What follows belongs to an exercise in optimizing a design on an open flow for small area and a short achievable clock period; a production flow would make more cautious choices. At most, simulation tests tie the RTL to the original design; equivalence was not proved.

==> module crc_xor2, before the edit <==
module crc_xor2 (
    input  wire a, b,
    output wire y
);
    assign y = a ^ b;
endmodule
==> module crc_and2, before the edit <==
module crc_and2 (
    input  wire a, b,
    output wire y
);
    assign y = a & b;
endmodule
==> module crc_gterm, before the edit <==
module crc_gterm (
    input  wire s29, p31, fb, q,
    output wire y
);
    assign y = (p31 & s29) ^ (fb & q);
endmodule
==> module crc_unit, before the edit <==
module crc_unit (
    input  wire        clk,
    input  wire        rst,           
    input  wire [2:0]  op,            
    input  wire [1:0]  size,          
    input  wire [63:0] wdata,
    input  wire [1:0]  cfg_width,     
    input  wire [31:0] cfg_poly,
    input  wire [31:0] cfg_init,
    input  wire [1:0]  cfg_reflect,   
    input  wire [31:0] cfg_xorout,
    output wire [31:0] running,
    output wire [31:0] result,
    output wire [1:0]  cmp_status,    
    output wire [63:0] bytes_fed
);
    localparam OP_RESET   = 3'd1;
    localparam OP_COMPARE = 3'd2;
    localparam OP_WRITE   = 3'd3;
    localparam OP_FEED    = 3'd4;
    reg        w8_q, w16_q;           
    reg [31:0] poly_q;                
    reg [31:0] xorout_q;              
    reg        refin_q, refout_q;
    reg [31:0] crc_q;                 
    reg [1:0]  status_q;
    reg [63:0] count_q;
    wire        do_reset = rst | (op == OP_RESET);
    wire        do_cmp   = ~rst & (op == OP_COMPARE);
    wire        do_write = ~rst & (op == OP_WRITE);
    wire        do_feed  = ~rst & (op == OP_FEED);
    wire [1:0]  c_width  = rst ? 2'd2 : cfg_width;
    wire [31:0] c_poly   = rst ? 32'h1EDC_6F41 : cfg_poly;
    wire [31:0] c_init   = cfg_init;      
    wire [31:0] c_xorout = cfg_xorout | {32{rst}};
    wire [1:0]  c_refl   = cfg_reflect | {2{rst}};
    wire        cw8  = c_width == 2'd0;
    wire        cw16 = c_width == 2'd1;
    wire [7:0] byte_en = {{4{size == 2'd3}}, {2{size[1]}}, size != 2'd0, 1'b1};
    wire [7:0] sel_r   = byte_en & {8{refin_q}};
    wire [7:0] sel_n   = byte_en & {8{~refin_q}};
    wire [63:0] dn;
    crc_data u_data (.wdata(wdata), .sel_r(sel_r), .sel_n(sel_n), .dn(dn));
    wire [30:0] st [0:64];            
    wire [64:0] fb_f, fb_a, fb_b, fb_c;   
    wire [64:0] h, h2;                
    wire [64:0] gt;                   
    wire        q = poly_q[31] & poly_q[30];
    genvar g;
    generate
        for (g = 0; g < 31; g = g + 1) begin : place
            assign st[0][30 - g] = crc_q[30 - g] ^ ~dn[g + 1];
        end
        crc_fb_first u_f0f (.c(crc_q[31]), .d_n(dn[0]), .fb(fb_f[0]));
        crc_fb_first u_f0a (.c(crc_q[31]), .d_n(dn[0]), .fb(fb_a[0]));
        crc_fb_first u_f0b (.c(crc_q[31]), .d_n(dn[0]), .fb(fb_b[0]));
        crc_fb_first u_f0c (.c(crc_q[31]), .d_n(dn[0]), .fb(fb_c[0]));
        crc_and2 u_h0  (.a(fb_a[0]), .b(poly_q[31]), .y(h[0]));
        crc_and2 u_h20 (.a(fb_b[0]), .b(poly_q[31]), .y(h2[0]));
        crc_and2 u_g0  (.a(st[0][30]), .b(poly_q[31]), .y(gt[0]));
        for (g = 0; g < 64; g = g + 1) begin : steps
            if (g < 32) begin : with_data
                crc_bit_step u_step (.s_in(st[g]), .fb_f(fb_f[g]), .fb_a(fb_a[g]), .fb_b(fb_b[g]),
                                     .fb_c(fb_c[g]), .poly(poly_q[30:0]), .din_n(dn[32 + g]),
                                     .s_out(st[g + 1]));
            end else begin : no_data
                crc_bit_step0 u_step (.s_in(st[g]), .fb_f(fb_f[g]), .fb_a(fb_a[g]), .fb_b(fb_b[g]),
                                      .fb_c(fb_c[g]), .poly(poly_q[30:0]), .s_out(st[g + 1]));
            end
            crc_gterm u_gt (.s29(st[g][29]), .p31(poly_q[31]), .fb(fb_f[g]), .q(q), .y(gt[g + 1]));
            crc_xor2 u_h  (.a(gt[g]), .b(h[g]), .y(h[g + 1]));
            crc_xor2 u_h2 (.a(gt[g]), .b(h[g]), .y(h2[g + 1]));
            crc_xor2 u_ff (.a(st[g][30]), .b(h[g]),  .y(fb_f[g + 1]));
            crc_xor2 u_fa (.a(st[g][30]), .b(h2[g]), .y(fb_a[g + 1]));
            crc_xor2 u_fb (.a(st[g][30]), .b(h2[g]), .y(fb_b[g + 1]));
            crc_xor2 u_fc (.a(st[g][30]), .b(h2[g]), .y(fb_c[g + 1]));
        end
    endgenerate
    wire [31:0] tap1 = {fb_c[8],  st[8]};
    wire [31:0] tap2 = {fb_c[16], st[16]};
    wire [31:0] tap4 = {fb_c[32], st[32]};
    wire [31:0] tap8 = {fb_c[64], st[64]};
    wire [31:0] run_w, result_w;
    wire        cmp_eq;
    crc_out u_out (.crc(crc_q), .w8(w8_q), .w16(w16_q), .refout(refout_q), .xorout(xorout_q),
                   .exp_val(wdata[31:0]), .running(run_w), .result(result_w), .eq(cmp_eq));
    wire [31:0] crc_d, poly_d;
    crc_next u_next (.crc(crc_q), .tap1(tap1), .tap2(tap2), .tap4(tap4), .tap8(tap8),
                     .size(size), .rst(rst), .do_reset(do_reset), .do_write(do_write), .do_feed(do_feed),
                     .init(c_init), .wval(wdata[31:0]), .cw8(cw8), .cw16(cw16),
                     .w8(w8_q), .w16(w16_q), .crc_d(crc_d));
    crc_align u_palign (.v(c_poly), .a8(cw8), .a16(cw16), .y(poly_d));
    wire [3:0] inc = {do_feed & (size == 2'd3), do_feed & (size == 2'd2),
                      do_feed & (size == 2'd1), do_feed & (size == 2'd0)};
    wire [64:0] carry;
    wire        keep_count = ~do_reset;
    wire [63:0] count_d;
    assign carry[0] = 1'b0;
    generate
        for (g = 0; g < 64; g = g + 1) begin : cnt
            if (g < 4) begin : low
                crc_cnt_fa u_bit (.q(count_q[g]), .a(inc[g]), .ci(carry[g]), .clr_n(keep_count),
                                  .d(count_d[g]), .co(carry[g + 1]));
            end else begin : high
                crc_cnt_ha u_bit (.q(count_q[g]), .ci(carry[g]), .clr_n(keep_count),
                                  .d(count_d[g]), .co(carry[g + 1]));
            end
        end
    endgenerate
    always @(posedge clk) begin
        crc_q   <= crc_d;
        count_q <= count_d;
        if (do_reset) begin
            w8_q     <= cw8;
            w16_q    <= cw16;
            poly_q   <= poly_d;
            xorout_q <= c_xorout & {{16{~cw8 & ~cw16}}, {8{~cw8}}, 8'hFF};
            refin_q  <= c_refl[0];
            refout_q <= c_refl[1];
            status_q <= 2'd0;
        end else if (do_cmp) begin
            status_q <= cmp_eq ? 2'd1 : 2'd2;
        end
    end
    assign running    = run_w;
    assign result     = result_w;
    assign cmp_status = status_q;
    assign bytes_fed  = count_q;
endmodule
clock: 80.0 ns
lec_check: 0
cap_margin: 20
core_margin: 2
core_utilization: 40
slew_margin: 20
synth_hierarchical: 1
standard.sh (not shown) runs the stock make flow with config.mk's settings and CLKGATE_MAP_FILE= SYNTH_SCRIPT=/design/flow/synth_recipe.tcl, a recipe that flattens the netlist after the stock synthesis.
==> flow/flow/run.sh <==
#!/bin/bash
set -euo pipefail
MARGIN=$(cat "$(dirname "$0")/margin.txt")
bash standard.sh SETUP_SLACK_MARGIN="$MARGIN" SETUP_MOVE_SEQUENCE=sizeup,swap SKIP_GATE_CLONING=1 \
    BUFFER_PORTS_ARGS="-buffer_cell sky130_fd_sc_hd__buf_1" \
    finish > make_finish.log 2>&1
==> flow/flow/margin.txt <==
40
Rerun with:
--- a/flow/design.v
+++ b/flow/design.v
@@ -22,25 +22,21 @@
     assign s_out[26:15] = s_in[25:14] ^ ({12{fb_b}} & poly[26:15]);
     assign s_out[14:1]  = s_in[13:0]  ^ ({14{fb_c}} & poly[14:1]);
     assign s_out[0]     = fb_c & poly[0];
 endmodule
-module crc_xor2 (
-    input  wire a, b,
-    output wire y
+module crc_fb_nand (
+    input  wire fb,
+    input  wire p31,
+    output wire n
 );
-    assign y = a ^ b;
+    assign n = ~(fb & p31);
 endmodule
-module crc_and2 (
-    input  wire a, b,
-    output wire y
-);
-    assign y = a & b;
-endmodule
-module crc_gterm (
-    input  wire s29, p31, fb, q,
-    output wire y
+module crc_fb_copy (
+    input  wire s30,
+    input  wire n31,
+    output wire fb
 );
-    assign y = (p31 & s29) ^ (fb & q);
+    assign fb = s30 ^ ~n31;
 endmodule
 module crc_fb_first (
     input  wire c,
     input  wire d_n,
@@ -92,11 +88,9 @@
     wire [63:0] dn;
     crc_data u_data (.wdata(wdata), .sel_r(sel_r), .sel_n(sel_n), .dn(dn));
     wire [30:0] st [0:64];            
     wire [64:0] fb_f, fb_a, fb_b, fb_c;   
-    wire [64:0] h, h2;                
-    wire [64:0] gt;                   
-    wire        q = poly_q[31] & poly_q[30];
+    wire [63:0] n_f, n_x;             
     genvar g;
     generate
         for (g = 0; g < 31; g = g + 1) begin : place
             assign st[0][30 - g] = crc_q[30 - g] ^ ~dn[g + 1];
@@ -104,11 +98,8 @@
         crc_fb_first u_f0f (.c(crc_q[31]), .d_n(dn[0]), .fb(fb_f[0]));
         crc_fb_first u_f0a (.c(crc_q[31]), .d_n(dn[0]), .fb(fb_a[0]));
         crc_fb_first u_f0b (.c(crc_q[31]), .d_n(dn[0]), .fb(fb_b[0]));
         crc_fb_first u_f0c (.c(crc_q[31]), .d_n(dn[0]), .fb(fb_c[0]));
-        crc_and2 u_h0  (.a(fb_a[0]), .b(poly_q[31]), .y(h[0]));
-        crc_and2 u_h20 (.a(fb_b[0]), .b(poly_q[31]), .y(h2[0]));
-        crc_and2 u_g0  (.a(st[0][30]), .b(poly_q[31]), .y(gt[0]));
         for (g = 0; g < 64; g = g + 1) begin : steps
             if (g < 32) begin : with_data
                 crc_bit_step u_step (.s_in(st[g]), .fb_f(fb_f[g]), .fb_a(fb_a[g]), .fb_b(fb_b[g]),
                                      .fb_c(fb_c[g]), .poly(poly_q[30:0]), .din_n(dn[32 + g]),
@@ -116,15 +107,14 @@
             end else begin : no_data
                 crc_bit_step0 u_step (.s_in(st[g]), .fb_f(fb_f[g]), .fb_a(fb_a[g]), .fb_b(fb_b[g]),
                                       .fb_c(fb_c[g]), .poly(poly_q[30:0]), .s_out(st[g + 1]));
             end
-            crc_gterm u_gt (.s29(st[g][29]), .p31(poly_q[31]), .fb(fb_f[g]), .q(q), .y(gt[g + 1]));
-            crc_xor2 u_h  (.a(gt[g]), .b(h[g]), .y(h[g + 1]));
-            crc_xor2 u_h2 (.a(gt[g]), .b(h[g]), .y(h2[g + 1]));
-            crc_xor2 u_ff (.a(st[g][30]), .b(h[g]),  .y(fb_f[g + 1]));
-            crc_xor2 u_fa (.a(st[g][30]), .b(h2[g]), .y(fb_a[g + 1]));
-            crc_xor2 u_fb (.a(st[g][30]), .b(h2[g]), .y(fb_b[g + 1]));
-            crc_xor2 u_fc (.a(st[g][30]), .b(h2[g]), .y(fb_c[g + 1]));
+            crc_fb_nand u_nf (.fb(fb_f[g]), .p31(poly_q[31]), .n(n_f[g]));
+            crc_fb_nand u_nx (.fb(fb_f[g]), .p31(poly_q[31]), .n(n_x[g]));
+            crc_fb_copy u_ff (.s30(st[g][30]), .n31(n_f[g]), .fb(fb_f[g + 1]));
+            crc_fb_copy u_fa (.s30(st[g][30]), .n31(n_x[g]), .fb(fb_a[g + 1]));
+            crc_fb_copy u_fb (.s30(st[g][30]), .n31(n_x[g]), .fb(fb_b[g + 1]));
+            crc_fb_copy u_fc (.s30(st[g][30]), .n31(n_x[g]), .fb(fb_c[g + 1]));
         end
     endgenerate
     wire [31:0] tap1 = {fb_c[8],  st[8]};
     wire [31:0] tap2 = {fb_c[16], st[16]};
What happened:
- clock-buffer cell count came out higher by 2
- clock skew came out lower by 0.0030 ns
- die area came out lower by a few percent
- setup slack gets better by 1.5 ns
- first-iteration DRC count came out lower by roughly a tenth
- utilization came out lower by 2.1 points
- worst hold slack gets better by 0.017 ns
- maximum frequency came out higher by a few percent
- sequential cell count does not change
- synthesized area came out lower by a few percent
- design area came out lower by a little under a tenth
- global-route usage came out lower by 0.14 points
- routed wire length came out lower by a little under a tenth
No functional check of the RTL was part of the first run of this note.

==> afterwards: timing with drivers on the ports <==
The flow's constraints put no driver on any port. The routed layouts listed below were extracted and timed again, unchanged, in two steps.
Step 1 (the two cells are an assumption about what drives the block):
set clk [get_ports {clk}]
set_driving_cell -lib_cell sky130_fd_sc_hd__clkbuf_16 $clk
set_driving_cell -lib_cell sky130_fd_sc_hd__buf_2 [delete_from_list [all_inputs] $clk]
Step 2 adds t to the input delays and takes it off the output delays; t is the mean of the earliest and latest rising clock arrival at the registers after step 1. Input paths then give back, and output paths get back, about the clock's delay inside the block.
a / b / c = ideal / step 1 / step 2; a / b = the first two.
run	shift t [ns]	slack for setup (ns)	hold WS [ns]
the first run	0.534	37.951 / 37.938 / 37.405	0.506 / 0.506 / 0.506
the second run	0.520	39.473 / 39.483 / 38.963	0.523 / 0.523 / 0.523
After both steps every run listed still meets setup and hold. For the first run, which loses most, drivers alone change the setup slack by -0.013 ns; drivers and shift together by -0.546 ns.
